Background: an optimization exercise with open tools, aiming at small area and few clock cycles per item. Do not read the settings as production practice.
RTL that was checked went through simulation tests only; none was proved equivalent to the original.
Function not checked in run 5: the RTL went through the layout flow alone.
No driver is modelled on the clock port, so clocking that relies on it looks cheaper here than on a real chip.
Power figures rest on the tool's default switching activity, not on a simulated workload.

--- flow/flow/run.sh ---
#!/bin/bash
# Own flow: the standard layout (standard.sh), with
# - the ports buffered with the smallest buffer,
# - the clock tree built without dummy loads, from clkbuf_8 leaf clusters,
# - after clock tree synthesis and again after global routing, gates and
#   buffers off the critical paths downsized, then slew and capacitance
#   repaired (flow/post_cts.tcl, flow/post_grt.tcl).
# ORFS writes each step's full log under orfs/logs; make's own output goes to
# flow_make.log here.
set -euo pipefail
export BUFFER_PORTS_ARGS="-buffer_cell sky130_fd_sc_hd__buf_1"
export CTS_ARGS="-sink_clustering_enable -repair_clock_nets -dont_use_dummy_load -buf_list {sky130_fd_sc_hd__clkbuf_8} -sink_clustering_size 20 -sink_clustering_max_diameter 60"
export POST_CTS_TCL="$(pwd)/flow/post_cts.tcl"
export POST_GLOBAL_ROUTE_TCL="$(pwd)/flow/post_grt.tcl"
bash standard.sh > flow_make.log 2>&1
--- flow/standard.sh ---
#!/bin/bash
# synth_recipe.tcl (not shown) runs the flow's synth.tcl, then flattens the netlist and writes it again
# the make line also repeats each setting of config.mk as NAME=value (left out here)
make -C /OpenROAD-flow-scripts/flow DESIGN_CONFIG=/design/flow/config.mk WORK_HOME=/design/flow/orfs CLKGATE_MAP_FILE= SYNTH_SCRIPT=/design/flow/synth_recipe.tcl "${@:-finish}"
--- flow/flow/post_grt.tcl ---
# After global routing: downsize gates and buffers on paths with slack to spare,
# fix any slew or capacitance this leaves over the margins, re-legalise, and
# write the route guides again for the detailed router.
global_route -start_incremental
repair_timing -recover_power 100 -verbose
estimate_parasitics -global_routing
repair_design -slew_margin 20 -cap_margin 20 -verbose
detailed_placement
global_route -end_incremental
estimate_parasitics -global_routing
report_worst_slack -max
report_check_types -max_slew -max_capacitance
write_guides $::env(RESULTS_DIR)/route.guide
--- flow/config.mk ---
export PLATFORM = sky130hd
export DESIGN_NAME = rs_pair_enc
export DESIGN_NICKNAME = rs_pair_enc
export VERILOG_FILES = /design/flow/design.v
export SDC_FILE = /design/flow/constraint.sdc
export NUM_CORES = 4
export LEC_CHECK = 0
export CAP_MARGIN = 20
export CORE_MARGIN = 2
export CORE_UTILIZATION = 70
export GPL_ROUTABILITY_DRIVEN = 0
export SLEW_MARGIN = 20
export SYNTH_HIERARCHICAL = 1
export SYNTH_MINIMUM_KEEP_SIZE = 0
--- flow/flow/post_cts.tcl ---
# After clock tree synthesis: downsize gates and buffers on paths with slack
# to spare, then re-legalise.
estimate_parasitics -placement
repair_timing -recover_power 100 -verbose
repair_design -slew_margin 20 -cap_margin 20 -verbose
detailed_placement
estimate_parasitics -placement
report_worst_slack -max
--- flow/constraint.sdc ---
create_clock -name core_clock -period 5.0 [get_ports {clk}]
set_input_delay 1.0000 -clock core_clock [delete_from_list [all_inputs] [get_ports {clk}]]
set_output_delay 1.0000 -clock core_clock [all_outputs]
set_load 0.01 [all_outputs]
--- flow/design.v ---
module rs_pair_enc (
    input  wire       clk,
    input  wire       rst,
    input  wire       in_valid,
    output wire       in_ready,
    input  wire [9:0] in_sym,
    output wire       out_valid,
    input  wire       out_ready,
    output wire [9:0] out_sym,
    output wire       out_last
);
    localparam NMSG = 1040;               
    localparam NSYM = 1088;               
    localparam SEG  = 24;                 
    reg  [10:0]  cnt;                     
    reg  [4:0]   rot;                     
    reg          clr;                     
    reg  [479:0] r;                       
    wire in_msg  = !(cnt[10] && (cnt[5] || cnt[4]));      
    wire last    = cnt[10] && (&cnt[5:0]);                
    wire rot_end = rot[0] && rot[1] && rot[2] && rot[4];                  
    wire idle    = clr || (rot != 0);
    assign in_ready  = !idle && in_msg && out_ready;
    assign out_valid = !idle && (in_msg ? in_valid : 1'b1);
    wire   xfer      = !rst && out_valid && out_ready;
    wire   rot_m     = !rst && !clr && !xfer;       
    wire   step_msg  = xfer && in_msg;              
    wire [9:0] top = r[479:470];
    wire [9:0] top_std = top;
    assign out_sym  = in_msg ? in_sym : top_std;
    assign out_last = last;
    wire [9:0] fb = (in_sym ^ top_std) & {10{step_msg}};
    wire [9:0] s23 = r[239:230];
    wire cv_t0;
    rs_xor2 x_cv_t0 (.a(s23[5]), .b(s23[9]), .y(cv_t0));
    wire cv_t1;
    rs_xor2 x_cv_t1 (.a(s23[2]), .b(s23[4]), .y(cv_t1));
    wire cv_t2;
    rs_xor2 x_cv_t2 (.a(s23[8]), .b(s23[9]), .y(cv_t2));
    wire cv_t3;
    rs_xor2 x_cv_t3 (.a(s23[1]), .b(cv_t2), .y(cv_t3));
    wire cv_t4;
    rs_xor2 x_cv_t4 (.a(s23[7]), .b(cv_t2), .y(cv_t4));
    wire cv_t5;
    rs_xor2 x_cv_t5 (.a(s23[6]), .b(s23[7]), .y(cv_t5));
    wire cv_t6;
    rs_xor2 x_cv_t6 (.a(cv_t5), .b(s23[9]), .y(cv_t6));
    wire cv_t7;
    rs_xor2 x_cv_t7 (.a(cv_t1), .b(cv_t5), .y(cv_t7));
    wire cv_t8;
    rs_xor2 x_cv_t8 (.a(s23[0]), .b(s23[5]), .y(cv_t8));
    wire cv_t9;
    rs_xor2 x_cv_t9 (.a(s23[3]), .b(cv_t8), .y(cv_t9));
    wire cv_t10;
    rs_xor2 x_cv_t10 (.a(s23[3]), .b(s23[9]), .y(cv_t10));
    wire cv_t11;
    rs_xor2 x_cv_t11 (.a(s23[6]), .b(cv_t10), .y(cv_t11));
    wire cv_t12;
    rs_xor2 x_cv_t12 (.a(s23[4]), .b(cv_t8), .y(cv_t12));
    wire cv_t13;
    rs_xor2 x_cv_t13 (.a(cv_t12), .b(cv_t5), .y(cv_t13));
    wire cv_t14;
    rs_xor2 x_cv_t14 (.a(cv_t13), .b(cv_t10), .y(cv_t14));
    wire [9:0] s23_std = {cv_t11, cv_t13, cv_t4, cv_t0, cv_t1, cv_t6, cv_t9, cv_t3, cv_t7, cv_t14};
    wire pm_t0;
    rs_xor2 x_pm_t0 (.a(fb[2]), .b(fb[9]), .y(pm_t0));
    wire pm_t1;
    rs_xor2 x_pm_t1 (.a(fb[1]), .b(fb[3]), .y(pm_t1));
    wire pm_t2;
    rs_xor2 x_pm_t2 (.a(fb[4]), .b(fb[5]), .y(pm_t2));
    wire pm_t3;
    rs_xor2 x_pm_t3 (.a(fb[0]), .b(fb[6]), .y(pm_t3));
    wire pm_t4;
    rs_xor2 x_pm_t4 (.a(fb[0]), .b(fb[7]), .y(pm_t4));
    wire pm_t5;
    rs_xor2 x_pm_t5 (.a(fb[1]), .b(fb[7]), .y(pm_t5));
    wire pm_t6;
    rs_xor2 x_pm_t6 (.a(fb[4]), .b(fb[7]), .y(pm_t6));
    wire pm_t7;
    rs_xor2 x_pm_t7 (.a(fb[6]), .b(fb[7]), .y(pm_t7));
    wire pm_t8;
    rs_xor2 x_pm_t8 (.a(fb[1]), .b(fb[8]), .y(pm_t8));
    wire pm_t9;
    rs_xor2 x_pm_t9 (.a(fb[2]), .b(fb[8]), .y(pm_t9));
    wire pm_t10;
    rs_xor2 x_pm_t10 (.a(fb[5]), .b(fb[8]), .y(pm_t10));
    wire pm_t11;
    rs_xor2 x_pm_t11 (.a(pm_t1), .b(fb[4]), .y(pm_t11));
    wire pm_t12;
    rs_xor2 x_pm_t12 (.a(pm_t2), .b(fb[9]), .y(pm_t12));
    wire pm_t13;
    rs_xor2 x_pm_t13 (.a(fb[2]), .b(pm_t2), .y(pm_t13));
    wire pm_t14;
    rs_xor2 x_pm_t14 (.a(pm_t2), .b(pm_t0), .y(pm_t14));
    wire pm_t15;
    rs_xor2 x_pm_t15 (.a(fb[3]), .b(pm_t2), .y(pm_t15));
    wire pm_t16;
    rs_xor2 x_pm_t16 (.a(pm_t1), .b(pm_t2), .y(pm_t16));
    wire pm_t17;
    rs_xor2 x_pm_t17 (.a(fb[2]), .b(pm_t3), .y(pm_t17));
    wire pm_t18;
    rs_xor2 x_pm_t18 (.a(fb[4]), .b(pm_t3), .y(pm_t18));
    wire pm_t19;
    rs_xor2 x_pm_t19 (.a(pm_t2), .b(fb[6]), .y(pm_t19));
    wire pm_t20;
    rs_xor2 x_pm_t20 (.a(pm_t2), .b(pm_t3), .y(pm_t20));
    wire pm_t21;
    rs_xor2 x_pm_t21 (.a(pm_t4), .b(fb[9]), .y(pm_t21));
    wire pm_t22;
    rs_xor2 x_pm_t22 (.a(pm_t5), .b(pm_t0), .y(pm_t22));
    wire pm_t23;
    rs_xor2 x_pm_t23 (.a(pm_t1), .b(pm_t4), .y(pm_t23));
    wire pm_t24;
    rs_xor2 x_pm_t24 (.a(fb[5]), .b(pm_t5), .y(pm_t24));
    wire pm_t25;
    rs_xor2 x_pm_t25 (.a(fb[4]), .b(pm_t7), .y(pm_t25));
    wire pm_t26;
    rs_xor2 x_pm_t26 (.a(fb[5]), .b(pm_t7), .y(pm_t26));
    wire pm_t27;
    rs_xor2 x_pm_t27 (.a(fb[6]), .b(pm_t9), .y(pm_t27));
    wire pm_t28;
    rs_xor2 x_pm_t28 (.a(fb[7]), .b(pm_t10), .y(pm_t28));
    wire pm_t29;
    rs_xor2 x_pm_t29 (.a(pm_t7), .b(fb[8]), .y(pm_t29));
    wire pm_t30;
    rs_xor2 x_pm_t30 (.a(pm_t7), .b(pm_t9), .y(pm_t30));
    wire pm_t31;
    rs_xor2 x_pm_t31 (.a(pm_t7), .b(pm_t10), .y(pm_t31));
    wire pm_t32;
    rs_xor2 x_pm_t32 (.a(pm_t11), .b(pm_t0), .y(pm_t32));
    wire pm_t33;
    rs_xor2 x_pm_t33 (.a(pm_t11), .b(pm_t14), .y(pm_t33));
    wire pm_t34;
    rs_xor2 x_pm_t34 (.a(fb[1]), .b(pm_t14), .y(pm_t34));
    wire pm_t35;
    rs_xor2 x_pm_t35 (.a(fb[3]), .b(pm_t12), .y(pm_t35));
    wire pm_t36;
    rs_xor2 x_pm_t36 (.a(fb[2]), .b(pm_t15), .y(pm_t36));
    wire pm_t37;
    rs_xor2 x_pm_t37 (.a(pm_t7), .b(pm_t22), .y(pm_t37));
    wire pm_t38;
    rs_xor2 x_pm_t38 (.a(fb[3]), .b(pm_t17), .y(pm_t38));
    wire pm_t39;
    rs_xor2 x_pm_t39 (.a(pm_t18), .b(fb[9]), .y(pm_t39));
    wire pm_t40;
    rs_xor2 x_pm_t40 (.a(fb[2]), .b(pm_t19), .y(pm_t40));
    wire pm_t41;
    rs_xor2 x_pm_t41 (.a(fb[3]), .b(pm_t20), .y(pm_t41));
    wire pm_t42;
    rs_xor2 x_pm_t42 (.a(fb[3]), .b(pm_t21), .y(pm_t42));
    wire pm_t43;
    rs_xor2 x_pm_t43 (.a(fb[4]), .b(pm_t21), .y(pm_t43));
    wire pm_t44;
    rs_xor2 x_pm_t44 (.a(fb[4]), .b(pm_t23), .y(pm_t44));
    wire pm_t45;
    rs_xor2 x_pm_t45 (.a(pm_t24), .b(fb[9]), .y(pm_t45));
    wire pm_t46;
    rs_xor2 x_pm_t46 (.a(fb[0]), .b(pm_t24), .y(pm_t46));
    wire pm_t47;
    rs_xor2 x_pm_t47 (.a(pm_t15), .b(pm_t4), .y(pm_t47));
    wire pm_t48;
    rs_xor2 x_pm_t48 (.a(pm_t17), .b(pm_t22), .y(pm_t48));
    wire pm_t49;
    rs_xor2 x_pm_t49 (.a(pm_t3), .b(pm_t22), .y(pm_t49));
    wire pm_t50;
    rs_xor2 x_pm_t50 (.a(pm_t17), .b(pm_t6), .y(pm_t50));
    wire pm_t51;
    rs_xor2 x_pm_t51 (.a(fb[1]), .b(pm_t26), .y(pm_t51));
    wire pm_t52;
    rs_xor2 x_pm_t52 (.a(pm_t25), .b(pm_t14), .y(pm_t52));
    wire pm_t53;
    rs_xor2 x_pm_t53 (.a(pm_t1), .b(pm_t26), .y(pm_t53));
    wire pm_t54;
    rs_xor2 x_pm_t54 (.a(pm_t19), .b(pm_t5), .y(pm_t54));
    wire pm_t55;
    rs_xor2 x_pm_t55 (.a(pm_t18), .b(pm_t24), .y(pm_t55));
    wire pm_t56;
    rs_xor2 x_pm_t56 (.a(pm_t10), .b(pm_t14), .y(pm_t56));
    wire pm_t57;
    rs_xor2 x_pm_t57 (.a(pm_t11), .b(fb[8]), .y(pm_t57));
    wire pm_t58;
    rs_xor2 x_pm_t58 (.a(pm_t28), .b(pm_t22), .y(pm_t58));
    wire pm_t59;
    rs_xor2 x_pm_t59 (.a(pm_t15), .b(pm_t9), .y(pm_t59));
    wire pm_t60;
    rs_xor2 x_pm_t60 (.a(pm_t27), .b(pm_t0), .y(pm_t60));
    wire pm_t61;
    rs_xor2 x_pm_t61 (.a(pm_t27), .b(fb[9]), .y(pm_t61));
    wire pm_t62;
    rs_xor2 x_pm_t62 (.a(fb[1]), .b(pm_t27), .y(pm_t62));
    wire pm_t63;
    rs_xor2 x_pm_t63 (.a(pm_t11), .b(pm_t27), .y(pm_t63));
    wire pm_t64;
    rs_xor2 x_pm_t64 (.a(pm_t31), .b(pm_t21), .y(pm_t64));
    wire pm_t65;
    rs_xor2 x_pm_t65 (.a(pm_t18), .b(pm_t10), .y(pm_t65));
    wire pm_t66;
    rs_xor2 x_pm_t66 (.a(pm_t19), .b(pm_t8), .y(pm_t66));
    wire pm_t67;
    rs_xor2 x_pm_t67 (.a(pm_t8), .b(pm_t21), .y(pm_t67));
    wire pm_t68;
    rs_xor2 x_pm_t68 (.a(pm_t23), .b(pm_t8), .y(pm_t68));
    wire pm_t69;
    rs_xor2 x_pm_t69 (.a(pm_t28), .b(pm_t12), .y(pm_t69));
    wire pm_t70;
    rs_xor2 x_pm_t70 (.a(pm_t18), .b(pm_t29), .y(pm_t70));
    wire pm_t71;
    rs_xor2 x_pm_t71 (.a(pm_t28), .b(pm_t0), .y(pm_t71));
    wire pm_t72;
    rs_xor2 x_pm_t72 (.a(pm_t23), .b(pm_t10), .y(pm_t72));
    wire pm_t73;
    rs_xor2 x_pm_t73 (.a(pm_t29), .b(fb[9]), .y(pm_t73));
    wire pm_t74;
    rs_xor2 x_pm_t74 (.a(fb[0]), .b(pm_t30), .y(pm_t74));
    wire pm_t75;
    rs_xor2 x_pm_t75 (.a(fb[3]), .b(pm_t29), .y(pm_t75));
    wire pm_t76;
    rs_xor2 x_pm_t76 (.a(pm_t25), .b(pm_t8), .y(pm_t76));
    wire pm_t77;
    rs_xor2 x_pm_t77 (.a(fb[4]), .b(pm_t30), .y(pm_t77));
    wire pm_t78;
    rs_xor2 x_pm_t78 (.a(pm_t15), .b(pm_t31), .y(pm_t78));
    wire pm_t79;
    rs_xor2 x_pm_t79 (.a(fb[2]), .b(pm_t31), .y(pm_t79));
    wire pm_t80;
    rs_xor2 x_pm_t80 (.a(pm_t24), .b(pm_t27), .y(pm_t80));
    wire pm_t81;
    rs_xor2 x_pm_t81 (.a(fb[7]), .b(pm_t42), .y(pm_t81));
    wire pm_t82;
    rs_xor2 x_pm_t82 (.a(pm_t5), .b(pm_t42), .y(pm_t82));
    wire pm_t83;
    rs_xor2 x_pm_t83 (.a(fb[1]), .b(pm_t32), .y(pm_t83));
    wire pm_t84;
    rs_xor2 x_pm_t84 (.a(pm_t44), .b(pm_t22), .y(pm_t84));
    wire pm_t85;
    rs_xor2 x_pm_t85 (.a(fb[4]), .b(pm_t35), .y(pm_t85));
    wire pm_t86;
    rs_xor2 x_pm_t86 (.a(pm_t8), .b(pm_t63), .y(pm_t86));
    wire pm_t87;
    rs_xor2 x_pm_t87 (.a(pm_t5), .b(pm_t53), .y(pm_t87));
    wire pm_t88;
    rs_xor2 x_pm_t88 (.a(pm_t40), .b(pm_t32), .y(pm_t88));
    wire pm_t89;
    rs_xor2 x_pm_t89 (.a(pm_t11), .b(pm_t40), .y(pm_t89));
    wire pm_t90;
    rs_xor2 x_pm_t90 (.a(pm_t17), .b(pm_t34), .y(pm_t90));
    wire pm_t91;
    rs_xor2 x_pm_t91 (.a(pm_t3), .b(pm_t35), .y(pm_t91));
    wire pm_t92;
    rs_xor2 x_pm_t92 (.a(pm_t36), .b(pm_t37), .y(pm_t92));
    wire pm_t93;
    rs_xor2 x_pm_t93 (.a(fb[3]), .b(pm_t40), .y(pm_t93));
    wire pm_t94;
    rs_xor2 x_pm_t94 (.a(pm_t17), .b(pm_t35), .y(pm_t94));
    wire pm_t95;
    rs_xor2 x_pm_t95 (.a(pm_t1), .b(pm_t40), .y(pm_t95));
    wire pm_t96;
    rs_xor2 x_pm_t96 (.a(pm_t27), .b(pm_t75), .y(pm_t96));
    wire pm_t97;
    rs_xor2 x_pm_t97 (.a(fb[2]), .b(pm_t42), .y(pm_t97));
    wire pm_t98;
    rs_xor2 x_pm_t98 (.a(pm_t16), .b(pm_t45), .y(pm_t98));
    wire pm_t99;
    rs_xor2 x_pm_t99 (.a(fb[7]), .b(pm_t32), .y(pm_t99));
    wire pm_t100;
    rs_xor2 x_pm_t100 (.a(fb[5]), .b(pm_t42), .y(pm_t100));
    wire pm_t101;
    rs_xor2 x_pm_t101 (.a(pm_t16), .b(pm_t42), .y(pm_t101));
    wire pm_t102;
    rs_xor2 x_pm_t102 (.a(fb[7]), .b(pm_t35), .y(pm_t102));
    wire pm_t103;
    rs_xor2 x_pm_t103 (.a(fb[1]), .b(pm_t49), .y(pm_t103));
    wire pm_t104;
    rs_xor2 x_pm_t104 (.a(fb[3]), .b(pm_t48), .y(pm_t104));
    wire pm_t105;
    rs_xor2 x_pm_t105 (.a(fb[3]), .b(pm_t49), .y(pm_t105));
    wire pm_t106;
    rs_xor2 x_pm_t106 (.a(pm_t6), .b(pm_t37), .y(pm_t106));
    wire pm_t107;
    rs_xor2 x_pm_t107 (.a(fb[3]), .b(pm_t50), .y(pm_t107));
    wire pm_t108;
    rs_xor2 x_pm_t108 (.a(pm_t11), .b(pm_t55), .y(pm_t108));
    wire pm_t109;
    rs_xor2 x_pm_t109 (.a(fb[3]), .b(pm_t52), .y(pm_t109));
    wire pm_t110;
    rs_xor2 x_pm_t110 (.a(fb[5]), .b(pm_t50), .y(pm_t110));
    wire pm_t111;
    rs_xor2 x_pm_t111 (.a(fb[6]), .b(pm_t47), .y(pm_t111));
    wire pm_t112;
    rs_xor2 x_pm_t112 (.a(pm_t59), .b(pm_t34), .y(pm_t112));
    wire pm_t113;
    rs_xor2 x_pm_t113 (.a(pm_t10), .b(pm_t33), .y(pm_t113));
    wire pm_t114;
    rs_xor2 x_pm_t114 (.a(pm_t63), .b(pm_t39), .y(pm_t114));
    wire pm_t115;
    rs_xor2 x_pm_t115 (.a(pm_t5), .b(pm_t69), .y(pm_t115));
    wire pm_t116;
    rs_xor2 x_pm_t116 (.a(pm_t5), .b(pm_t70), .y(pm_t116));
    wire pm_t117;
    rs_xor2 x_pm_t117 (.a(pm_t12), .b(pm_t58), .y(pm_t117));
    wire pm_t118;
    rs_xor2 x_pm_t118 (.a(pm_t62), .b(pm_t39), .y(pm_t118));
    wire pm_t119;
    rs_xor2 x_pm_t119 (.a(fb[3]), .b(pm_t56), .y(pm_t119));
    wire pm_t120;
    rs_xor2 x_pm_t120 (.a(fb[2]), .b(pm_t58), .y(pm_t120));
    wire pm_t121;
    rs_xor2 x_pm_t121 (.a(pm_t18), .b(pm_t66), .y(pm_t121));
    wire pm_t122;
    rs_xor2 x_pm_t122 (.a(pm_t37), .b(pm_t64), .y(pm_t122));
    wire pm_t123;
    rs_xor2 x_pm_t123 (.a(pm_t20), .b(pm_t61), .y(pm_t123));
    wire pm_t124;
    rs_xor2 x_pm_t124 (.a(pm_t41), .b(pm_t61), .y(pm_t124));
    wire pm_t125;
    rs_xor2 x_pm_t125 (.a(fb[3]), .b(pm_t60), .y(pm_t125));
    wire pm_t126;
    rs_xor2 x_pm_t126 (.a(fb[3]), .b(pm_t61), .y(pm_t126));
    wire pm_t127;
    rs_xor2 x_pm_t127 (.a(pm_t1), .b(pm_t61), .y(pm_t127));
    wire pm_t128;
    rs_xor2 x_pm_t128 (.a(pm_t72), .b(pm_t52), .y(pm_t128));
    wire pm_t129;
    rs_xor2 x_pm_t129 (.a(pm_t15), .b(pm_t64), .y(pm_t129));
    wire pm_t130;
    rs_xor2 x_pm_t130 (.a(pm_t24), .b(pm_t73), .y(pm_t130));
    wire pm_t131;
    rs_xor2 x_pm_t131 (.a(pm_t4), .b(pm_t80), .y(pm_t131));
    wire pm_t132;
    rs_xor2 x_pm_t132 (.a(pm_t62), .b(pm_t33), .y(pm_t132));
    wire pm_t133;
    rs_xor2 x_pm_t133 (.a(pm_t62), .b(pm_t12), .y(pm_t133));
    wire pm_t134;
    rs_xor2 x_pm_t134 (.a(pm_t15), .b(pm_t60), .y(pm_t134));
    wire pm_t135;
    rs_xor2 x_pm_t135 (.a(fb[4]), .b(pm_t69), .y(pm_t135));
    wire pm_t136;
    rs_xor2 x_pm_t136 (.a(pm_t0), .b(pm_t67), .y(pm_t136));
    wire pm_t137;
    rs_xor2 x_pm_t137 (.a(fb[2]), .b(pm_t67), .y(pm_t137));
    wire pm_t138;
    rs_xor2 x_pm_t138 (.a(fb[8]), .b(pm_t42), .y(pm_t138));
    wire pm_t139;
    rs_xor2 x_pm_t139 (.a(fb[3]), .b(pm_t67), .y(pm_t139));
    wire pm_t140;
    rs_xor2 x_pm_t140 (.a(pm_t6), .b(pm_t57), .y(pm_t140));
    wire pm_t141;
    rs_xor2 x_pm_t141 (.a(pm_t28), .b(pm_t33), .y(pm_t141));
    wire pm_t142;
    rs_xor2 x_pm_t142 (.a(fb[1]), .b(pm_t70), .y(pm_t142));
    wire pm_t143;
    rs_xor2 x_pm_t143 (.a(pm_t17), .b(pm_t76), .y(pm_t143));
    wire pm_t144;
    rs_xor2 x_pm_t144 (.a(pm_t1), .b(pm_t69), .y(pm_t144));
    wire pm_t145;
    rs_xor2 x_pm_t145 (.a(pm_t7), .b(pm_t63), .y(pm_t145));
    wire pm_t146;
    rs_xor2 x_pm_t146 (.a(pm_t6), .b(pm_t59), .y(pm_t146));
    wire pm_t147;
    rs_xor2 x_pm_t147 (.a(pm_t53), .b(pm_t27), .y(pm_t147));
    wire pm_t148;
    rs_xor2 x_pm_t148 (.a(fb[5]), .b(pm_t69), .y(pm_t148));
    wire pm_t149;
    rs_xor2 x_pm_t149 (.a(fb[4]), .b(pm_t71), .y(pm_t149));
    wire pm_t150;
    rs_xor2 x_pm_t150 (.a(pm_t59), .b(pm_t42), .y(pm_t150));
    wire pm_t151;
    rs_xor2 x_pm_t151 (.a(pm_t57), .b(pm_t45), .y(pm_t151));
    wire pm_t152;
    rs_xor2 x_pm_t152 (.a(pm_t59), .b(pm_t22), .y(pm_t152));
    wire pm_t153;
    rs_xor2 x_pm_t153 (.a(fb[4]), .b(pm_t72), .y(pm_t153));
    wire pm_t154;
    rs_xor2 x_pm_t154 (.a(fb[0]), .b(pm_t73), .y(pm_t154));
    wire pm_t155;
    rs_xor2 x_pm_t155 (.a(fb[6]), .b(pm_t67), .y(pm_t155));
    wire pm_t156;
    rs_xor2 x_pm_t156 (.a(fb[8]), .b(pm_t49), .y(pm_t156));
    wire pm_t157;
    rs_xor2 x_pm_t157 (.a(pm_t27), .b(pm_t42), .y(pm_t157));
    wire pm_t158;
    rs_xor2 x_pm_t158 (.a(pm_t11), .b(pm_t73), .y(pm_t158));
    wire pm_t159;
    rs_xor2 x_pm_t159 (.a(pm_t44), .b(pm_t60), .y(pm_t159));
    wire pm_t160;
    rs_xor2 x_pm_t160 (.a(pm_t38), .b(pm_t69), .y(pm_t160));
    wire pm_t161;
    rs_xor2 x_pm_t161 (.a(fb[7]), .b(pm_t64), .y(pm_t161));
    wire pm_t162;
    rs_xor2 x_pm_t162 (.a(pm_t5), .b(pm_t64), .y(pm_t162));
    wire pm_t163;
    rs_xor2 x_pm_t163 (.a(pm_t38), .b(pm_t28), .y(pm_t163));
    wire pm_t164;
    rs_xor2 x_pm_t164 (.a(pm_t6), .b(pm_t64), .y(pm_t164));
    wire pm_t165;
    rs_xor2 x_pm_t165 (.a(fb[2]), .b(fb[6]), .y(pm_t165));
    wire pm_t166;
    rs_xor2 x_pm_t166 (.a(pm_t165), .b(pm_t53), .y(pm_t166));
    wire pm_t167;
    rs_xor2 x_pm_t167 (.a(pm_t165), .b(pm_t47), .y(pm_t167));
    wire pm_t168;
    rs_xor2 x_pm_t168 (.a(fb[3]), .b(fb[4]), .y(pm_t168));
    wire pm_t169;
    rs_xor2 x_pm_t169 (.a(pm_t168), .b(pm_t71), .y(pm_t169));
    wire [239:0] p = {fb[6], fb[5], fb[4], fb[3], pm_t0, pm_t8, pm_t4, fb[9], fb[8], fb[7], pm_t19, pm_t15, pm_t83, pm_t113, pm_t137, pm_t155, pm_t161, pm_t135, pm_t29, pm_t26, pm_t87, pm_t14, pm_t57, pm_t97, pm_t62, pm_t46, pm_t39, pm_t60, pm_t28, pm_t25, pm_t87, pm_t14, pm_t57, pm_t97, pm_t62, pm_t46, pm_t39, pm_t60, pm_t28, pm_t25, pm_t43, pm_t125, pm_t71, pm_t76, pm_t108, pm_t40, pm_t16, pm_t96, pm_t37, pm_t121, pm_t148, pm_t78, pm_t109, pm_t133, pm_t153, pm_t107, pm_t89, pm_t136, pm_t48, pm_t64, pm_t24, pm_t18, pm_t85, pm_t56, pm_t140, pm_t103, pm_t130, pm_t116, pm_t42, pm_t27, pm_t20, pm_t35, pm_t119, pm_t141, pm_t156, pm_t162, pm_t164, pm_t138, pm_t30, pm_t51, pm_t145, pm_t105, pm_t131, pm_t101, pm_t129, pm_t146, pm_t106, pm_t110, pm_t92, pm_t124, pm_t66, pm_t47, pm_t86, pm_t33, pm_t118, pm_t139, pm_t74, pm_t69, pm_t75, pm_t52, pm_t157, pm_t80, pm_t55, pm_t91, pm_t59, pm_t99, pm_t128, pm_t88, pm_t123, pm_t144, pm_t36, pm_t32, pm_t114, pm_t136, pm_t48, pm_t64, pm_t148, pm_t79, pm_t54, pm_t41, pm_t98, pm_t149, pm_t132, pm_t151, pm_t152, pm_t126, pm_t2, pm_t160, pm_t147, pm_t166, pm_t121, pm_t86, pm_t47, pm_t45, pm_t29, pm_t43, pm_t44, pm_t26, pm_t72, pm_t49, pm_t13, pm_t16, pm_t40, pm_t105, pm_t81, pm_t11, pm_t115, pm_t9, pm_t61, pm_t86, pm_t21, pm_t93, pm_t111, pm_t15, pm_t67, pm_t60, pm_t100, pm_t154, pm_t94, pm_t1, pm_t117, pm_t50, pm_t72, pm_t12, pm_t120, pm_t23, pm_t22, pm_t70, pm_t7, pm_t51, pm_t10, pm_t68, pm_t115, pm_t17, pm_t167, pm_t6, pm_t139, pm_t95, pm_t158, pm_t38, pm_t9, pm_t161, pm_t155, pm_t162, pm_t143, pm_t5, pm_t94, pm_t104, pm_t34, pm_t134, pm_t131, pm_t158, pm_t150, pm_t90, pm_t162, pm_t101, pm_t123, pm_t164, pm_t149, pm_t22, pm_t16, pm_t102, pm_t65, pm_t150, pm_t155, pm_t84, pm_t3, pm_t161, pm_t55, pm_t167, pm_t33, pm_t95, pm_t167, pm_t22, pm_t134, pm_t118, pm_t83, pm_t169, pm_t164, pm_t127, pm_t48, pm_t18, pm_t24, pm_t122, pm_t159, pm_t64, pm_t58, pm_t163, pm_t4, pm_t63, pm_t134, pm_t31, pm_t73, pm_t116, pm_t77, pm_t169, pm_t112, pm_t53, pm_t142, pm_t82};
    wire [479:0] d;
    genvar k;
    generate
        for (k = 0; k < 48; k = k + 1) begin : stage
            if (k == 0) begin : first
                assign d[9:0] = (r[10*SEG-1 -: 10] & {10{rot_m}}) | p[9:0];
            end else if (k % SEG == 0) begin : bottom
                wire [9:0] sel = (s23_std & {10{xfer}}) | (r[10*(k+SEG)-1 -: 10] & {10{rot_m}});
                rs_xor2 #(10) x (.a(sel), .b(p[5*k +: 10]), .y(d[10*k +: 10]));
            end else if (k % 2 == 0) begin : tap
                rs_xor2 #(10) x (.a(r[10*k-1 -: 10]), .b(p[5*k +: 10]), .y(d[10*k +: 10]));
            end else begin : plain
                assign d[10*k +: 10] = r[10*k-1 -: 10];
            end
        end
    endgenerate
    always @(posedge clk) begin
        r <= d;
        if (rst) begin
            cnt <= 11'd0;
            clr <= 1'b1;
            rot <= 1;
        end else begin
            if (idle)
                rot <= rot_end ? 0 : rot + 1;
            else if (!xfer)
                rot <= 1;
            if (rot_end)
                clr <= 1'b0;
            if (xfer)
                cnt <= last ? 11'd0 : cnt + 11'd1;
        end
    end
endmodule
module rs_xor2 #(parameter W = 1) (
    input  wire [W-1:0] a,
    input  wire [W-1:0] b,
    output wire [W-1:0] y
);
    assign y = a ^ b;
endmodule
==> reports/metrics.cfg, run 1 <==
[global_routing]
antenna_found_initial=0
grt_max_degree=24
grt_pass1_wl_um=44100
grtUsageTotal_pct=27.8
grt_pass1_vias=7372
overflow=0

[critical_path]
crit_chain=inv_1 -> ha_1 -> and2b_1 -> and2_0 -> nand4_1 -> clkbuf_1 -> nor2_1 -> clkbuf_1 -> xor2_1 -> buf_4 -> xor2_1 -> clkbuf_1 -> xor2_1 -> xor2_1 -> xor2_1
crit_top_cell=xor2_1
crit_buf_inv=5
slowest_stage=xor2_1
crit_family=XOR/XNOR gates
crit_path_start_kind=flip-flop
worstSetupPathType=flip-flop to flip-flop
worstPathArrival_ns=5.21
worstPathRequired_ns=5.55
cpPeakStageDelay_ns=0.56
crit_fanout=10
end_kind=flip-flop

[floorplan]
rows=52
io_pins=27
dieArea_um2=22000
initial_core_util_pct=71.7
core_area_um2=20400
dieWidth_um=148
die_y_um=148

[finish]
finish.utilization_pct=76.6
final_area_um2=15600
fillers=1343
nets=1188
drive_above_1_share_pct=4.20
syn2layout_area_growth_pct=6.89

[pwr]
swShare_pct=19.7
p_switching_mw=1.11
seqPwrFrac_pct=70.8
p_int_mw=4.50
p_leak_nw=8.72
power_density_nw_per_um2=359
p_comb_share_pct=0.6
p_clk_share_pct=28.6
vdd_drop_max_uv=360

[synth]
syn-instance-count=1076
yosysUniqueCellTypes=36
ys_seq_elements=497
yosysTopAreaCellShare_pct=68.2
syn-cell-area_um2=14600
synthArstFlopShare_pct=0
synth_nets=1094
synth_ff_type=dfxtp_1
ys_warn_count=7
synth_edf_count=0
avgSynthCellArea_um2=13.6
synth_area_leaders=dfxtp_1, xor2_1, nand2_1
yosysTopAreaCell=dfxtp_1
ys_seq_area_share_pct=68.2

[min_path]
hp-class=flip-flop to flip-flop

[clock_network]
cts.sinks=497
path_clk_slew_ns=0.11
clk_latency_ns=0.62
cts_tree=yes

[flow_run]
cap_violations=0

[drt]
drt-total-wl_um=29900
dr.pass1.iters=4
wl_met2_um=13600
drt-wirelength-per-cell_um=20.7
vias=7362
drc_errors=0
via_per_inst=5.11
maxUsedRoutingLayer=met4
met3RoutedLength_um=1360
wl_met1_um=13800
drtIter0Drc=494
ant_nets=0

[timing]
hold_viol_final=0
skew_ns=0.0663
setup_violations=0
fin_ws_ns=0.348
worstMarginPinSlew_ns=1.06
setup_tns_ns=0
slew-limit-headroom_pct=28.9
finalMaxSlewViolations=0
clock.fmax_ghz=0.215
period_needed_ns=4.65
period_share_pct=93.0

[placed_design]
hpwl_um=21700
placed_cell_area_um2=15300
portBuffers=26
post-place-ws_ns=0.642

[outcome]
status=timing/DRC/antenna clean

## metal layers
metal	GRT usage, %	vias to the layer above
met1	38.8	3592
met2	45.2	155
met5	0	-
li1	-	3541
met3	3.87	74
met4	9.24	0
## Yosys stat by module, one instance, submodules excluded, excerpt
| module | copies in the design | area, µm² | cells inside |
|---|---|---|---|
| rs_pair_enc | 1 | 11000 | 661 |
| rs_xor2 | 185 | 8.76 | 1 |
## sequential cells by signal (all words and copies together) (netlist names)
| name | flops |
|---|---|
| r | 480 |
| clr | 1 |
| cnt | 11 |
| rot | 5 |
## layout by cell type (no fill, tap or decap), drive strengths merged, types with 10 or more instances in the layout
master	count
a21o	11
a21oi	12
a22o	10
buf	41
clkbuf	62
dfxtp	497
nand2	34
nor2	15
xnor2	10
xor2	417
## logic make-up after synthesis
family          Yosys count  share of synthesized area [%]
flops                   497                           68.2
xor+xnor                427                           25.6
simple gates             80                           2.78
compound gates           50                           2.54
buf+inv                  18                          0.549
fa+ha+maj                 4                          0.343
## Yosys cell counts, types with 2 or more instances
cell / number
and3_1: 2
buf_2: 4
a21oi_1: 12
or3b_2: 2
xnor2_1: 10
xor2_1: 417
nand2_1: 34
nand3_1: 6
ha_1: 4
or4_1: 9
nand4_1: 3
o31ai_1: 8
inv_1: 7
a21o_1: 11
a22o_1: 10
dfxtp_1: 497
nor2_1: 14
o21ai_0: 3
clkbuf_1: 6
## worst paths after layout
| path | to | from | cells after the start | slack [ns] |
|---|---|---|---|---|
| max | r[86] | rot[0] | 15 | 0.35 |
| min | r[398] | r[388] | 0 | 0.26 |
| max reg2reg | r[86] | rot[0] | 15 | 0.35 |
| min reg2reg | r[398] | r[388] | 0 | 0.26 |
## metrics by stage
| step | power [mW] | hold WS, ns | instances |
|---|---|---|---|
| after floorplan | 4.08 | 0.310 | 1076 |
| after global placement | 4.09 | 0.310 | 1408 |
| after detailed placement | 4.09 | 0.312 | 1408 |
| final | 5.60 | 0.263 | 1440 |
## area by class of cell
cell class / count / area (µm²) / area share, %
sequential: 497 / 9950 / 63.8
multi-input combinational: 561 / 4550 / 29.2
clock buffer: 29 / 399 / 2.56
tap: 270 / 338 / 2.17
timing repair buffer: 74 / 334 / 2.14
inverter: 7 / 26.3 / 0.168
antenna: 2 / 5.00 / 0.0321
## power groups by stage
stage | clock, mW | sequential [mW] | combinational [mW]
floorplan | 0 | 4.05 | 0.0234
finish | 1.60 | 3.96 | 0.0359
global placement | 0 | 4.05 | 0.0363
detailed placement | 0 | 4.05 | 0.0370
Testbench counts, summed over its fixed seeds: cycles 19,716, items 18.
==> run 2, diff against run 1 <==
--- a/flow/design.v
+++ b/flow/design.v
@@ -17,6 +17,8 @@
     reg          clr;                     
     reg  [479:0] r;                       
-    wire in_msg  = !(cnt[10] && (cnt[5] || cnt[4]));      
-    wire last    = cnt[10] && (&cnt[5:0]);                
+    reg          msg;
+    wire in_msg  = msg;
+    wire last    = !msg && !cnt[0] && !cnt[3] && !cnt[4];    
+    wire end_msg = cnt[0] && !cnt[1] && cnt[2] && cnt[3] && cnt[4] && cnt[5] && cnt[7] && cnt[9] && !cnt[10];    
     wire rot_end = rot[0] && rot[1] && rot[2] && rot[4];                  
     wire idle    = clr || (rot != 0);
@@ -424,4 +426,5 @@
         if (rst) begin
             cnt <= 11'd0;
+            msg <= 1'b1;
             clr <= 1'b1;
             rot <= 1;
@@ -433,6 +436,11 @@
             if (rot_end)
                 clr <= 1'b0;
-            if (xfer)
-                cnt <= last ? 11'd0 : cnt + 11'd1;
+            if (xfer) begin
+                cnt <= last ? 11'd0 : {cnt[9:0], ~(cnt[10] ^ cnt[8])};
+                if (last)
+                    msg <= 1'b1;
+                else if (end_msg)
+                    msg <= 1'b0;
+            end
         end
     end
--- a/flow/config.mk
+++ b/flow/config.mk
@@ -8,5 +8,5 @@
 export CAP_MARGIN = 20
 export CORE_MARGIN = 2
-export CORE_UTILIZATION = 70
+export CORE_UTILIZATION = 64
 export GPL_ROUTABILITY_DRIVEN = 0
 export SLEW_MARGIN = 20
==> run 2 against run 1 <==
  * Still clean on timing, DRC and antenna
  * Clock skew fell by 0.027 ns
  * Synthesized cell count fell by 2.5%
  * Setup slack got worse by 0.13 ns
  * Sequential power barely moved
  * Global-route usage fell by 2.9 points
==> reports/metrics.cfg, run 2 <==
[global_routing]
antenna_found_initial=0  ; unchanged
grt_max_degree=21  ; -13%
grt_pass1_wl_um=43200  ; -1.9%
grt_pass1_vias=7029  ; -4.7%
overflow=0  ; unchanged
grtUsageTotal_pct=24.9  ; -2.9 points

[pwr]
swShare_pct=19.6  ; -0.11 points
p_switching_mw=1.11  ; +0.20%
p_int_mw=4.54  ; +0.90%
seqPwrFrac_pct=70.3  ; -0.5 points
p_leak_nw=8.67  ; -0.55%
vdd_drop_max_uv=349  ; -3.0%
p_comb_share_pct=0.6  ; about the same
p_clk_share_pct=29.1  ; +0.5 points
power_density_nw_per_um2=362  ; +0.89%

[finish]
final_common_cell=dfxtp_1
drive_above_1_share_pct=4.58  ; +0.38 points
final_cells=1443  ; +0.21%
largest_register=r
fillers=1685  ; +25%
nets=1177  ; -0.93%
largest_reg_flops=480  ; unchanged
mostFrequentLayoutCells=dfxtp_1, xor2_1, clkbuf_1
antenna_cells=0  ; -2
reg_top3=r: 480 flops, cnt: 11 flops, rot: 5 flops
syn2layout_area_growth_pct=7.27

[synth]
yosysUniqueCellTypes=32  ; -11%
yosysTopAreaCell=dfxtp_1
ys_seq_elements=498  ; +0.20%
syn-cell-area_um2=14500  ; -0.48%
synth_nets=1066  ; -2.6%
synth_area_leaders=dfxtp_1, xor2_1, mux2_2
synth_commonest_cells=dfxtp_1, xor2_1, nand2_1
syn-instance-count=1049  ; -2.5%
avgSynthCellArea_um2=13.8  ; +2.1%
synthArstFlopShare_pct=0  ; unchanged
ys_seq_area_share_pct=68.6  ; +0.47 points
yosysTopAreaCellShare_pct=68.6  ; +0.47 points
synth_edf_count=0  ; unchanged
ys_warn_count=7  ; unchanged
synth_most_common_cell=dfxtp_1
synth_ff_type=dfxtp_1

[critical_path]
crit_path_start_kind=flip-flop
worstPathRequired_ns=5.53  ; -0.02 ns
rr_startpoint=rot[0]
worstSetupPathType=flip-flop to flip-flop
end_kind=flip-flop
crit_fanout=9  ; -1
r2r_slack_ns=0.22  ; -0.13 ns
setup.worst_path.start=rot[0]
worstPathArrival_ns=5.31  ; +0.10 ns

[floorplan]
core_area_um2=22400  ; +10%
io_pins=27  ; unchanged
initial_core_util_pct=64.7  ; -6.9 points
rows=55  ; +5.8%
dieWidth_um=155  ; +4.2%
dieArea_um2=23900  ; +8.6%
die_y_um=155  ; +4.2%

[timing]
period_needed_ns=4.78  ; +0.127 ns
period_share_pct=95.6  ; +2.5 points
skew_ns=0.0391  ; -0.0272 ns
slew-limit-headroom_pct=32.3  ; +3.3 points
finalMaxSlewViolations=0  ; unchanged
clock.fmax_ghz=0.209  ; -2.7%
setup_tns_ns=0  ; unchanged
setup_violations=0  ; unchanged
hold_viol_final=0  ; unchanged
worstMarginPinSlew_ns=1.01  ; -0.0498 ns

[clock_network]
clk_latency_ns=0.62  ; about the same
cts_tree=yes
path_clk_slew_ns=0.11  ; about the same
cts.sinks=498  ; +0.20%

[placed_design]
dpl.cell_count=1412  ; +0.28%
hpwl_um=21200  ; -2.2%
portBuffers=26  ; unchanged

[min_path]
hp-class=flip-flop to flip-flop
worstHoldStart=r[461]

[drt]
ant_nets=0  ; unchanged
via_per_inst=4.86  ; -5.0%
drt-total-wl_um=29200  ; -2.1%
dr.pass1.iters=5  ; +1
drc_errors=0  ; unchanged
drtIter0Drc=473  ; -4.3%
vias=7006  ; -4.8%
drt-wirelength-per-cell_um=20.3  ; -2.3%

[flow_run]
cap_violations=0  ; unchanged

[outcome]
status=timing/DRC/antenna clean

## run 2: cell types whose count changed in the layout (fill, tap and decap cells not counted), moves of 3 or more
| cell | previous run | this run |
|---|---|---|
| clkbuf_1 | 33 | 54 |
| nand2_1 | 34 | 20 |
| buf_4 | 15 | 5 |
| mux2_2 | 0 | 10 |
| o31ai_1 | 8 | 0 |
| or4_1 | 9 | 1 |
| nand3_1 | 6 | 13 |
| inv_1 | 7 | 4 |
| o21ai_0 | 3 | 0 |
## run 2: worst paths after layout
kind,to,cells past startpoint
max,r[45],14
min,r[471],0
max reg2reg,r[45],14
min reg2reg,r[471],0
## run 2: layout make-up
type / count / area, µm² / share of cell area (%)
flip-flops and latches: 498 / 9970 / 64.0
well taps: 285 / 357 / 2.29
inverters: 5 / 20.0 / 0.128
repair buffers: 87 / 350 / 2.25
clock buffers: 31 / 427 / 2.74
multi-input cells: 537 / 4460 / 28.6
## run 2: kinds of logic (layout without fill, tap and decap cells)
family | after synthesis | count (layout) | synth area share (%)
AOI/OAI and AO/OA | 36 | 36 | 1.79
xor gates and xnor gates | 428 | 428 | 25.8
adders and majority gates | 3 | 3 | 0.258
buffers and inverters | 14 | 123 | 0.655
DFF | 498 | 498 | 68.6
muxes | 10 | 10 | 0.775
and+or+nand+nor | 60 | 60 | 2.08
## run 2: per-module statistics from Yosys, one instance, submodules excluded, excerpt
module	cell area, µm²	cells	copies in the design
rs_pair_enc	10900	634	1
rs_xor2	8.76	1	185
## run 2: power by group through the flow
stage / registers, mW / logic [mW] / clock network [mW]
finish: 3.97 / 0.0339 / 1.64
global placement: 4.06 / 0.0341 / 0
floorplan: 4.06 / 0.0218 / 0
detailed placement: 4.06 / 0.0342 / 0
## run 2: worst max-delay path, stage by stage (launching register included)
cell and delay, ns:
dfxtp_1 0.35, inv_1 0.09, ha_1 0.18, and4bb_1 0.26
and3_1 0.20, nand3_1 0.13, clkbuf_1 0.25, nor2_1 0.30
clkbuf_1 0.59, xor2_1 0.30, clkbuf_1 0.57, xor2_1 0.19
clkbuf_1 0.57, xor2_1 0.51, xor2_1 0.19
## run 2: routing by layer
layer | GRT usage [%] | share of wire (%) | vias to the layer above
met5 | 0 | 0 | -
met4 | 7.01 | 2.7 | 0
met3 | 3.42 | 3.4 | 43
met2 | 39.9 | 45 | 118
met1 | 35.6 | 49 | 3384
li1 | - | - | 3461
## run 2: per-stage QoR
| stage | hold WS (ns) | setup slack (ns) | total power, mW | util, % | area [µm²] |
|---|---|---|---|---|---|
| final | 0.318 | 0.221 | 5.65 | 69.5 | 15600 |
| after detailed placement | 0.312 | 0.248 | 4.10 | 68.5 | 15400 |
| after global placement | 0.310 | 0.278 | 4.10 | 68.5 | 15400 |
| after floorplan | 0.310 | 0.0298 | 4.08 | - | 14500 |
Testbench counts of run 2, summed over its fixed seeds: cycles 19,716, items 18.
==> run 3, diff against run 2 <==
--- a/flow/config.mk
+++ b/flow/config.mk
@@ -8,5 +8,5 @@
 export CAP_MARGIN = 20
 export CORE_MARGIN = 2
-export CORE_UTILIZATION = 64
+export CORE_UTILIZATION = 78
 export GPL_ROUTABILITY_DRIVEN = 0
 export SLEW_MARGIN = 20
==> run 3 against run 2 <==
  * Critical path depth increased by 2
  * Cell count down 4.4%
  * Maximum frequency increased by 0.69%
  * Highest routed layer unchanged
  * Still clean on timing, DRC and antenna
  * Largest cell class unchanged
  * Via count grew 4.1%
==> reports/metrics.cfg, run 3 <==
[outcome]
status=timing/DRC/antenna clean

[finish]
reg_top3=r: 480 flops, cnt: 11 flops, rot: 5 flops
largest_register=r
syn2layout_area_growth_pct=6.45
drive_above_1_share_pct=4.52  ; -0.059 points
antenna_cells=0  ; unchanged
largest_reg_flops=480  ; unchanged
final_cells=1380  ; -4.4%
final_common_cell=dfxtp_1
nets=1170  ; -0.59%
mostFrequentLayoutCells=dfxtp_1, xor2_1, clkbuf_1

[critical_path]
crit_top_cell=xor2_1
crit_path_start_kind=flip-flop
end_kind=flip-flop
ff2ff_path_depth=16  ; +2
worstSetupPathType=flip-flop to flip-flop
crit_family=buffers and inverters
crit_fanout=9  ; unchanged
crit_buf_inv=6  ; +1
slowest_stage=clkbuf_1
rr_startpoint=rot[0]
worstPathRequired_ns=5.53  ; about the same
rr_endpoint=r[66]
cpPeakStageDelay_ns=0.63  ; +0.04 ns
crit_chain=inv_1 -> ha_1 -> and4bb_1 -> and3_1 -> nand3_1 -> clkbuf_1 -> nor2_1 -> clkbuf_1 -> xor2_1 -> clkbuf_2 -> xor2_1 -> clkbuf_1 -> xor2_1 -> buf_4 -> xor2_1 -> xor2_1
r2r_slack_ns=0.25  ; +0.03 ns
worstPathArrival_ns=5.28  ; -0.03 ns

[placed_design]
hpwl_um=21800  ; +2.9%
dpl.cell_count=1351  ; -4.3%
portBuffers=26  ; unchanged

[drt]
vias=7295  ; +4.1%
drtIter0Drc=598  ; +26%
dr.pass1.iters=4  ; -1
ant_nets=0  ; unchanged
drc_errors=0  ; unchanged
drt-total-wl_um=30200  ; +3.4%
via_per_inst=5.29  ; +8.9%
drt-wirelength-per-cell_um=21.9  ; +8.2%

[synth]
synth_ff_type=dfxtp_1
yosysUniqueCellTypes=32  ; unchanged
synthArstFlopShare_pct=0  ; unchanged
ys_seq_area_share_pct=68.6  ; unchanged
synth_most_common_cell=dfxtp_1
ys_warn_count=7  ; unchanged
yosysTopAreaCell=dfxtp_1
synth_nets=1066  ; unchanged
syn-instance-count=1049  ; unchanged
ys_seq_elements=498  ; unchanged
avgSynthCellArea_um2=13.8  ; unchanged
synth_commonest_cells=dfxtp_1, xor2_1, nand2_1
syn-cell-area_um2=14500  ; unchanged
synth_area_leaders=dfxtp_1, xor2_1, mux2_2
yosysTopAreaCellShare_pct=68.6  ; unchanged
synth_edf_count=0  ; unchanged

[global_routing]
overflow=0  ; unchanged
grt_max_degree=21  ; unchanged
grt_pass1_wl_um=44100  ; +2.0%
antenna_found_initial=0  ; unchanged
grt_pass1_vias=7426  ; +5.6%
grtUsageTotal_pct=30.9  ; +6.0 points

[floorplan]
core_area_um2=18100  ; -19%
io_pins=27  ; unchanged
rows=49  ; -11%
dieArea_um2=19700  ; -18%
dieWidth_um=140  ; -9.2%
die_y_um=140  ; -9.2%
initial_core_util_pct=80.0  ; +15 points

[timing]
slew-limit-headroom_pct=28.2  ; -4.1 points
skew_ns=0.0869  ; +0.0478 ns
hold_viol_final=0  ; unchanged
setup_tns_ns=0  ; unchanged
setup_violations=0  ; unchanged
worstMarginPinSlew_ns=1.07  ; +0.0607 ns
clock.fmax_ghz=0.211  ; +0.69%
period_share_pct=94.9  ; -0.65 points
period_needed_ns=4.75  ; -0.0326 ns
finalMaxSlewViolations=0  ; unchanged

[min_path]
hp-class=flip-flop to flip-flop
holdPathStages=0  ; unchanged
min_to=r[391]
worstHoldStart=r[381]

[clock_network]
clk_latency_ns=0.62  ; about the same
cts_tree=yes
cts.sinks=498  ; unchanged
path_clk_slew_ns=0.11  ; about the same

[pwr]
vdd_drop_max_uv=397  ; +14%
power_density_nw_per_um2=362  ; about the same
p_leak_nw=8.67  ; about the same

[flow_run]
cap_violations=0  ; unchanged

run 3: cell counts after synthesis:
No cell type changed its count.
run 3: report_power, final:
group          internal (mW)  switching, mW
sequential              3.97        0.00353
clock                  0.522           1.07
combinational         0.0157         0.0189
total                   4.51           1.10
run 3: layer usage:
metal / routed length, µm / GRT usage (%) / share of wire, %
met1: 13300 / 42.4 / 44
met2: 14400 / 51.4 / 48
met3: 1530 / 4.65 / 5.1
met4: 970 / 9.74 / 3.2
met5: 0 / 0 / 0
run 3: final cells by class:
cell class / count / area [µm²]
sequential: 498 / 9970
timing repair buffer: 82 / 342
fill: 944 / 2690
tap: 229 / 287
multi-input combinational: 537 / 4450
inverter: 5 / 20.0
clock buffer: 29 / 399
run 3: per-module statistics from Yosys (local to each module, per instance), excerpt:
| module | copies in the design | cells | cell area [µm²] | flip-flops and latches |
|---|---|---|---|---|
| rs_xor2 | 185 | 1 | 8.76 | 0 |
| rs_pair_enc | 1 | 634 | 10900 | 498 |
run 3: logic make-up after synthesis:
kind of cell	synth area share, %
flops	68.6
fa+ha+maj	0.258
simple gates	2.08
xor+xnor	25.8
buf+inv	0.655
compound gates	1.79
mux	0.775
run 3: worst max-delay path by stage:
stage,endpoint,from,cells after the start,slack (ns)
3_3_place_gp,r[44],out_ready,13,0.42
3_5_place_dp,r[44],out_ready,13,0.26
2_1_floorplan,r[180],out_ready,9,0.03
6_report,r[66],rot[0],16,0.25
run 3: through the flow:
step	power [mW]	util [%]	setup WS (ns)	hold slack, ns	cell area (µm²)
finish	5.60	85.2	0.253	0.270	15500
detailed placement	4.10	84.1	0.263	0.312	15300
floorplan	4.08	-	0.0298	0.310	14500
global placement	4.10	84.1	0.417	0.310	15300
run 3: worst register-to-register path, stage by stage, from the launching register on:
cell and delay [ns]:
dfxtp_1 0.36, inv_1 0.10, ha_1 0.17, and4bb_1 0.25, and3_1 0.20, nand3_1 0.14, clkbuf_1 0.24, nor2_1 0.30
clkbuf_1 0.51, xor2_1 0.20, clkbuf_2 0.35, xor2_1 0.27, clkbuf_1 0.63, xor2_1 0.22, buf_4 0.19, xor2_1 0.34
xor2_1 0.25
==> run 4, diff against run 3 <==
--- a/flow/config.mk
+++ b/flow/config.mk
@@ -8,5 +8,5 @@
 export CAP_MARGIN = 20
 export CORE_MARGIN = 2
-export CORE_UTILIZATION = 78
+export CORE_UTILIZATION = 70
 export GPL_ROUTABILITY_DRIVEN = 0
 export SLEW_MARGIN = 20
==> run 4 against run 3 <==
  * Still clean
  * Sequential power hardly changed
  * Clock skew is 0.030 ns lower
  * Synthesized cell count stayed put
  * Critical path depth is 1 lower
  * Setup slack better by 0.075 ns
  * Power is 0.36% higher
  * Die area is 11% higher
  * Maximum frequency is 1.6% higher
  * First-iteration DRC count is 18% lower
  * Sequential cell count stayed put
  * Clock power hardly changed
  * Largest cell class unchanged
  * Largest power group unchanged
==> reports/metrics.cfg, run 4 <==
[floorplan]
initial_core_util_pct=71.6  ; -8.5 points
dieWidth_um=148  ; +5.4%
core_area_um2=20300  ; +12%
io_pins=27  ; unchanged
rows=52  ; +6.1%
dieArea_um2=21900  ; +11%
die_y_um=148  ; +5.4%

[synth]
yosysUniqueCellTypes=32  ; unchanged
syn-instance-count=1049  ; unchanged
avgSynthCellArea_um2=13.8  ; unchanged
yosysTopAreaCell=dfxtp_1
ys_warn_count=7  ; unchanged
ys_seq_area_share_pct=68.6  ; unchanged
synthArstFlopShare_pct=0  ; unchanged
ys_seq_elements=498  ; unchanged
syn-cell-area_um2=14500  ; unchanged
synth_nets=1066  ; unchanged
synth_most_common_cell=dfxtp_1
synth_edf_count=0  ; unchanged
synth_commonest_cells=dfxtp_1, xor2_1, nand2_1
synth_area_leaders=dfxtp_1, xor2_1, mux2_2
synth_ff_type=dfxtp_1
yosysTopAreaCellShare_pct=68.6  ; unchanged

[finish]
final_common_cell=dfxtp_1
largest_register=r
final_area_um2=15500  ; +0.40%
reg_top3=r: 480 flops, cnt: 11 flops, rot: 5 flops
largest_reg_flops=480  ; unchanged
syn2layout_area_growth_pct=6.88
mostFrequentLayoutCells=dfxtp_1, xor2_1, clkbuf_1
fillers=1369  ; +45%
final_cells=1422  ; +3.0%
finish.utilization_pct=76.5  ; -8.7 points
nets=1170  ; unchanged
regArea_um2=9970  ; unchanged
multiInputGateArea_um2=4450  ; unchanged
drive_above_1_share_pct=4.60  ; +0.087 points

[outcome]
status=timing/DRC/antenna clean

[critical_path]
crit_top_cell=xor2_1
crit_fanout=8  ; -1
end_kind=flip-flop
crit_path_start_kind=flip-flop
cpPeakStageDelay_ns=0.56  ; -0.07 ns
crit_chain=inv_1 -> ha_1 -> and4bb_2 -> and3_1 -> nand3_1 -> clkbuf_1 -> nor2_1 -> xor2_1 -> clkbuf_1 -> xor2_1 -> clkbuf_1 -> xor2_1 -> clkbuf_1 -> xor2_1 -> xor2_1
crit_buf_inv=5  ; -1
worstPathArrival_ns=5.18  ; -0.10 ns
worstSetupPathType=flip-flop to flip-flop
crit_family=buffers and inverters
worstPathRequired_ns=5.51  ; -0.02 ns
slowest_stage=clkbuf_1

[clock_network]
cts_tree=yes
cts.sinks=498  ; unchanged
path_clk_slew_ns=0.12  ; about the same
clk_latency_ns=0.61  ; about the same

[placed_design]
portBuffers=26  ; unchanged
placed_cell_area_um2=15300  ; +0.29%
dpl.cell_count=1391  ; +3.0%
hpwl_um=21900  ; +0.54%

[pwr]
power_density_nw_per_um2=362  ; about the same
p_leak_nw=8.67  ; about the same
vdd_drop_max_uv=371  ; -6.8%

[timing]
clock.fmax_ghz=0.214  ; +1.6%
slew-limit-headroom_pct=25.5  ; -2.7 points
hold_viol_final=0  ; unchanged
period_needed_ns=4.67  ; -0.0749 ns
worstMarginPinSlew_ns=1.11  ; +0.0405 ns
period_share_pct=93.4  ; -1.5 points
holdWs_ns=0.285  ; +0.0150 ns
skew_ns=0.0566  ; -0.0303 ns
setup_violations=0  ; unchanged
setup_tns_ns=0  ; unchanged
finalMaxSlewViolations=0  ; unchanged

[drt]
drt-total-wl_um=29400  ; -2.7%
drt-wirelength-per-cell_um=20.7  ; -5.5%
ant_nets=0  ; unchanged
via_per_inst=4.98  ; -5.7%
drtIter0Drc=489  ; -18%
vias=7087  ; -2.9%
dr.pass1.iters=5  ; +1
drc_errors=0  ; unchanged

[global_routing]
antenna_found_initial=1  ; +1
overflow=0  ; unchanged
grtUsageTotal_pct=27.3  ; -3.6 points
grt_max_degree=21  ; unchanged
grt_pass1_vias=7220  ; -2.8%
grt_pass1_wl_um=43400  ; -1.7%

[min_path]
hp-class=flip-flop to flip-flop

[flow_run]
cap_violations=0  ; unchanged

==> run 4: cell counts after synthesis <==
No cell type changed its count.
==> run 4: Yosys stat by module (local to each module, per instance), a selection <==
| module | times used | cells |
|---|---|---|
| rs_pair_enc | 1 | 634 |
| rs_xor2 | 185 | 1 |
==> run 4: worst paths after layout <==
check,end,cells after the start,slack [ns],start
setup / recovery,r[243],15,0.33,rot[0]
hold reg to reg,r[270],0,0.28,r[260]
setup reg to reg,r[243],15,0.33,rot[0]
hold / removal,r[270],0,0.28,r[260]
==> run 4: where the power goes <==
| group | internal (mW) | leakage (nW) | total, mW | switching [mW] |
|---|---|---|---|---|
| Sequential | 3.97 | 4.01 | 3.97 | 0.00338 |
| Combinational | 0.0157 | 4.45 | 0.0348 | 0.0191 |
| Clock | 0.539 | 0.216 | 1.62 | 1.08 |
==> run 4: worst register-to-register path, cell delays in order, from the launching register on <==
cell      delay, ns
dfxtp_1        0.35
inv_1          0.10
ha_1           0.18
and4bb_2       0.26
and3_1         0.18
nand3_1        0.20
clkbuf_1       0.24
nor2_1         0.49
xor2_1         0.19
clkbuf_1       0.43
xor2_1         0.30
clkbuf_1       0.37
xor2_1         0.18
clkbuf_1       0.56
xor2_1         0.35
xor2_1         0.21
==> run 4: final cells by class <==
cell class	instances	area share, %
Tap cell	270	2.18
Sequential cell	498	64.2
Inverter	5	0.129
Antenna cell	1	0.0161
Timing Repair Buffer	81	2.17
Clock buffer	30	2.66
Multi-Input combinational cell	537	28.6
==> run 4: through the flow <==
stage / worst slack [ns] / total power, mW
final: 0.328 / 5.62
after global placement: 0.512 / 4.10
after detailed placement: 0.378 / 4.10
after floorplan: 0.0298 / 4.08
==> run 4: cell families (layout without fill, tap and decap cells) <==
family          count (synthesis)  in the layout  synth area share (%)
xor+xnor                      428            428                  25.8
compound gates                 36             36                  1.79
flops                         498            498                  68.6
mux                            10             10                 0.775
buf+inv                        14            116                 0.655
simple gates                   60             60                  2.08
fa+ha+maj                       3              3                 0.258
other cells                     0              1                     0
==> run 4: routing by layer <==
layer / share of wire, % / up-vias / global-route usage (%)
met5: 0 / - / 0
met4: 2.4 / 0 / 7.33
met3: 4.9 / 47 / 4.94
met2: 46 / 173 / 44.1
met1: 46 / 3419 / 38.6
li1: - / 3448 / -
==> run 5, diff against run 4 <==
--- a/flow/design.v
+++ b/flow/design.v
@@ -21,5 +21,5 @@
     wire last    = !msg && !cnt[0] && !cnt[3] && !cnt[4];    
     wire end_msg = cnt[0] && !cnt[1] && cnt[2] && cnt[3] && cnt[4] && cnt[5] && cnt[7] && cnt[9] && !cnt[10];    
-    wire rot_end = rot[0] && rot[1] && rot[2] && rot[4];                  
+    wire rot_end = !rot[0] && !rot[2] && rot[3] && rot[4];                  
     wire idle    = clr || (rot != 0);
     assign in_ready  = !idle && in_msg && out_ready;
@@ -431,5 +431,5 @@
         end else begin
             if (idle)
-                rot <= rot_end ? 0 : rot + 1;
+                rot <= rot_end ? 0 : {rot[3:0], ~(rot[4] ^ rot[2])};
             else if (!xfer)
                 rot <= 1;
==> run 5 against run 4 <==
  * Critical path depth shrank 6
  * Cell count decreased by 1.1%
  * Core utilization up 0.099 points
  * Wire length is 0.83% lower
  * First-iteration DRC count fell by 22%
  * Count of clock-buffer cells in the layout shrank 1
  * Clock skew fell by 0.013 ns
  * Sequential power hardly changed
  * Via count shrank 1.4%
  * Hold slack improved by 0.019 ns
  * Cell area up 0.13%
  * Synthesized cell count is 1.6% lower
  * Highest routed layer unchanged
==> reports/metrics.cfg, run 5 <==
[outcome]
status=timing/DRC/antenna clean

[timing]
setup_violations=0  ; unchanged
clock.fmax_ghz=0.212  ; -1.0%
period_needed_ns=4.72  ; +0.0480 ns
skew_ns=0.0439  ; -0.0126 ns
finalMaxSlewViolations=0  ; unchanged
worstMarginPinSlew_ns=1.01  ; -0.105 ns
setup_tns_ns=0  ; unchanged
period_share_pct=94.4  ; +0.96 points
slew-limit-headroom_pct=32.8  ; +7.3 points
hold_viol_final=0  ; unchanged

[drt]
ant_nets=0  ; unchanged
drtIter0Drc=382  ; -22%
via_per_inst=4.97  ; -0.25%
drc_errors=0  ; unchanged
drt-wirelength-per-cell_um=20.8  ; +0.30%
drt-total-wl_um=29200  ; -0.83%
dr.pass1.iters=5  ; unchanged
vias=6990  ; -1.4%

[critical_path]
critical_path.endpoint=r[229]
ff2ff_path_depth=9  ; -6
worstPathArrival_ns=5.21  ; +0.03 ns
worstSetupPathType=flip-flop to flip-flop
end_kind=flip-flop
setup.worst_path.start=msg
crit_path_start_kind=flip-flop
r2r_slack_ns=0.28  ; -0.05 ns
crit_fanout=16  ; +8
rr_endpoint=r[229]
rr_startpoint=msg
worstPathRequired_ns=5.49  ; -0.02 ns

[placed_design]
hpwl_um=21300  ; -3.0%
portBuffers=26  ; unchanged

[synth]
syn-cell-area_um2=14500  ; -0.20%
ys_seq_elements=498  ; unchanged
yosysTopAreaCell=dfxtp_1
synth_area_leaders=dfxtp_1, xor2_1, mux2_2
synthArstFlopShare_pct=0  ; unchanged
ys_warn_count=7  ; unchanged
yosysTopAreaCellShare_pct=68.8  ; +0.14 points
synth_commonest_cells=dfxtp_1, xor2_1, mux2_2
syn-instance-count=1032  ; -1.6%
synth_ff_type=dfxtp_1
synth_edf_count=0  ; unchanged
yosysUniqueCellTypes=32  ; unchanged
synth_most_common_cell=dfxtp_1
avgSynthCellArea_um2=14.0  ; +1.4%
ys_seq_area_share_pct=68.8  ; +0.14 points
synth_nets=1046  ; -1.9%

[global_routing]
grt_pass1_wl_um=43000  ; -0.78%
grt_pass1_vias=7055  ; -2.3%
grtUsageTotal_pct=27.3  ; -0.028 points
grt_max_degree=23  ; +9.5%
antenna_found_initial=1  ; unchanged
overflow=0  ; unchanged

[pwr]
p_clk_share_pct=28.6  ; about the same
p_int_mw=4.50  ; -0.45%
power_density_nw_per_um2=360  ; -0.57%
swShare_pct=19.6  ; about the same
vdd_drop_max_uv=359  ; -3.2%
design_power_total_mw=5.60  ; -0.45%
seqPwrFrac_pct=70.9  ; +0.3 points
p_switching_mw=1.09  ; -0.44%
p_leak_nw=8.67  ; about the same
p_comb_share_pct=0.5  ; about the same

[finish]
antenna_cells=0  ; -1
nets=1152  ; -1.5%
final_common_cell=dfxtp_1
syn2layout_area_growth_pct=7.23
largest_reg_flops=480  ; unchanged
largest_register=r
drive_above_1_share_pct=4.93  ; +0.32 points
reg_top3=r: 480 flops, cnt: 11 flops, rot: 5 flops
mostFrequentLayoutCells=dfxtp_1, xor2_1, clkbuf_1

[clock_network]
cts_tree=yes
path_clk_slew_ns=0.11  ; about the same
clk_latency_ns=0.60  ; about the same
cts.sinks=498  ; unchanged

[floorplan]
rows=52  ; unchanged
die_y_um=148  ; about the same
io_pins=27  ; unchanged
initial_core_util_pct=71.4  ; -0.14 points
core_area_um2=20300  ; unchanged
dieWidth_um=148  ; about the same
dieArea_um2=21900  ; -0.20%

[flow_run]
cap_violations=0  ; unchanged

[min_path]
hp-class=flip-flop to flip-flop
holdPathStages=0  ; unchanged

[run 5: final cells by class]
cell class | instances | area, µm²
clock buffers | 29 | 399
fillers | 1367 | 4750
inverters | 1 | 3.75
multi-input cells | 523 | 4470
flip-flops and latches | 498 | 9970
well taps | 270 | 338
repair buffers | 85 | 360
[run 5: worst max-delay path: stages (launching register included)]
cell      delay (ns)
dfxtp_1         0.77
nand4_1         0.60
nor2_1          0.25
clkbuf_1        0.77
xor2_1          0.55
xor2_1          0.19
clkbuf_1        0.56
xor2_1          0.44
xor2_1          0.31
xor2_1          0.17
[run 5: metrics by stage]
stage	setup WS (ns)	instance area, µm²	hold WS (ns)	instances	utilization (%)
6_report	0.280	15500	0.303	1406	76.6
2_1_floorplan	0.0557	14500	0.310	1032	-
3_5_place_dp	0.433	15300	0.312	1377	75.5
3_3_place_gp	0.461	15300	0.310	1377	75.5
[run 5: layer usage]
| layer | wire, µm | share of wire (%) | track usage (%) | vias to the layer above |
|---|---|---|---|---|
| met3 | 1610 | 5.5 | 4.04 | 58 |
| met1 | 13700 | 47 | 39.1 | 3369 |
| met4 | 799 | 2.7 | 8.19 | 0 |
| met2 | 13100 | 45 | 43.6 | 177 |
| met5 | 0 | 0 | 0 | - |
| li1 | - | - | - | 3386 |
[run 5: kinds of logic (layout without fill, tap and decap cells)]
family	Yosys count	count (layout)	synth area share [%]
flops	498	498	68.8
xor+xnor	427	427	25.8
simple gates	49	49	2.00
compound gates	26	26	1.44
mux	21	21	1.56
buf+inv	11	115	0.423
[run 5: power groups by stage]
stage	combinational (mW)	clock [mW]	sequential, mW
3_3_place_gp	0.0281	0	4.06
6_report	0.0281	1.60	3.97
2_1_floorplan	0.0166	0	4.06
3_5_place_dp	0.0284	0	4.06
[run 5: modules after synthesis (local to each module, per instance), excerpt]
| module | copies in the design | cells inside | area (µm²) | flops+latches |
|---|---|---|---|---|
| rs_xor2 | 185 | 1 | 8.76 | 0 |
| rs_pair_enc | 1 | 617 | 10900 | 498 |
[run 5: worst min-delay path by stage]
stage                     startpoint     end  slack, ns
after detailed placement      r[320]  r[330]       0.31
after floorplan                 r[0]   r[10]       0.31
after global placement          r[0]   r[10]       0.31
final                         r[289]  r[299]       0.30

separate check: timing with driven ports:
How much do the figures lean on ideal ports? The routed layouts below were timed once more, with nothing changed but the port constraints.
Step 1, drivers: a clkbuf_16 drives clk and a buf_2 each remaining input, both assumed.
Step 2 moves the port delays by t, midway between the first and last clock arrival at a register: inputs arrive t later, outputs are due t later. That takes back most of the time a late clock gives input paths.
Three values: no drivers, after step 1, after step 2; two values: the first two.
| run | t (ns) | slack for setup (ns) | hold slack, ns | latest minus earliest clock arrival (ns) | worst slew at a driven data input, ns |
|---|---|---|---|---|---|
| run 1 | 0.631 | 0.348 / 0.348 / 0.020 | 0.263 / 0.263 / 0.263 | 0.072 / 0.072 | 0.04 |
| run 2 | 0.641 | 0.221 / 0.221 / -0.233 | 0.318 / 0.318 / 0.318 | 0.040 / 0.039 | 0.03 |
| run 3 | 0.619 | 0.253 / 0.253 / -0.234 | 0.270 / 0.270 / 0.270 | 0.087 / 0.087 | 0.04 |
| run 4 | 0.625 | 0.328 / 0.328 / -0.120 | 0.285 / 0.285 / 0.285 | 0.057 / 0.057 | 0.03 |
| run 5 | 0.626 | 0.280 / 0.280 / -0.281 | 0.303 / 0.303 / 0.303 | 0.044 / 0.044 | 0.03 |
With both steps, setup timing fails in run 2, run 3, run 4 and run 5, where it was met with ideal ports. For run 5, which loses most, drivers alone change the setup slack by 0.000 ns; drivers and shift together by -0.561 ns.
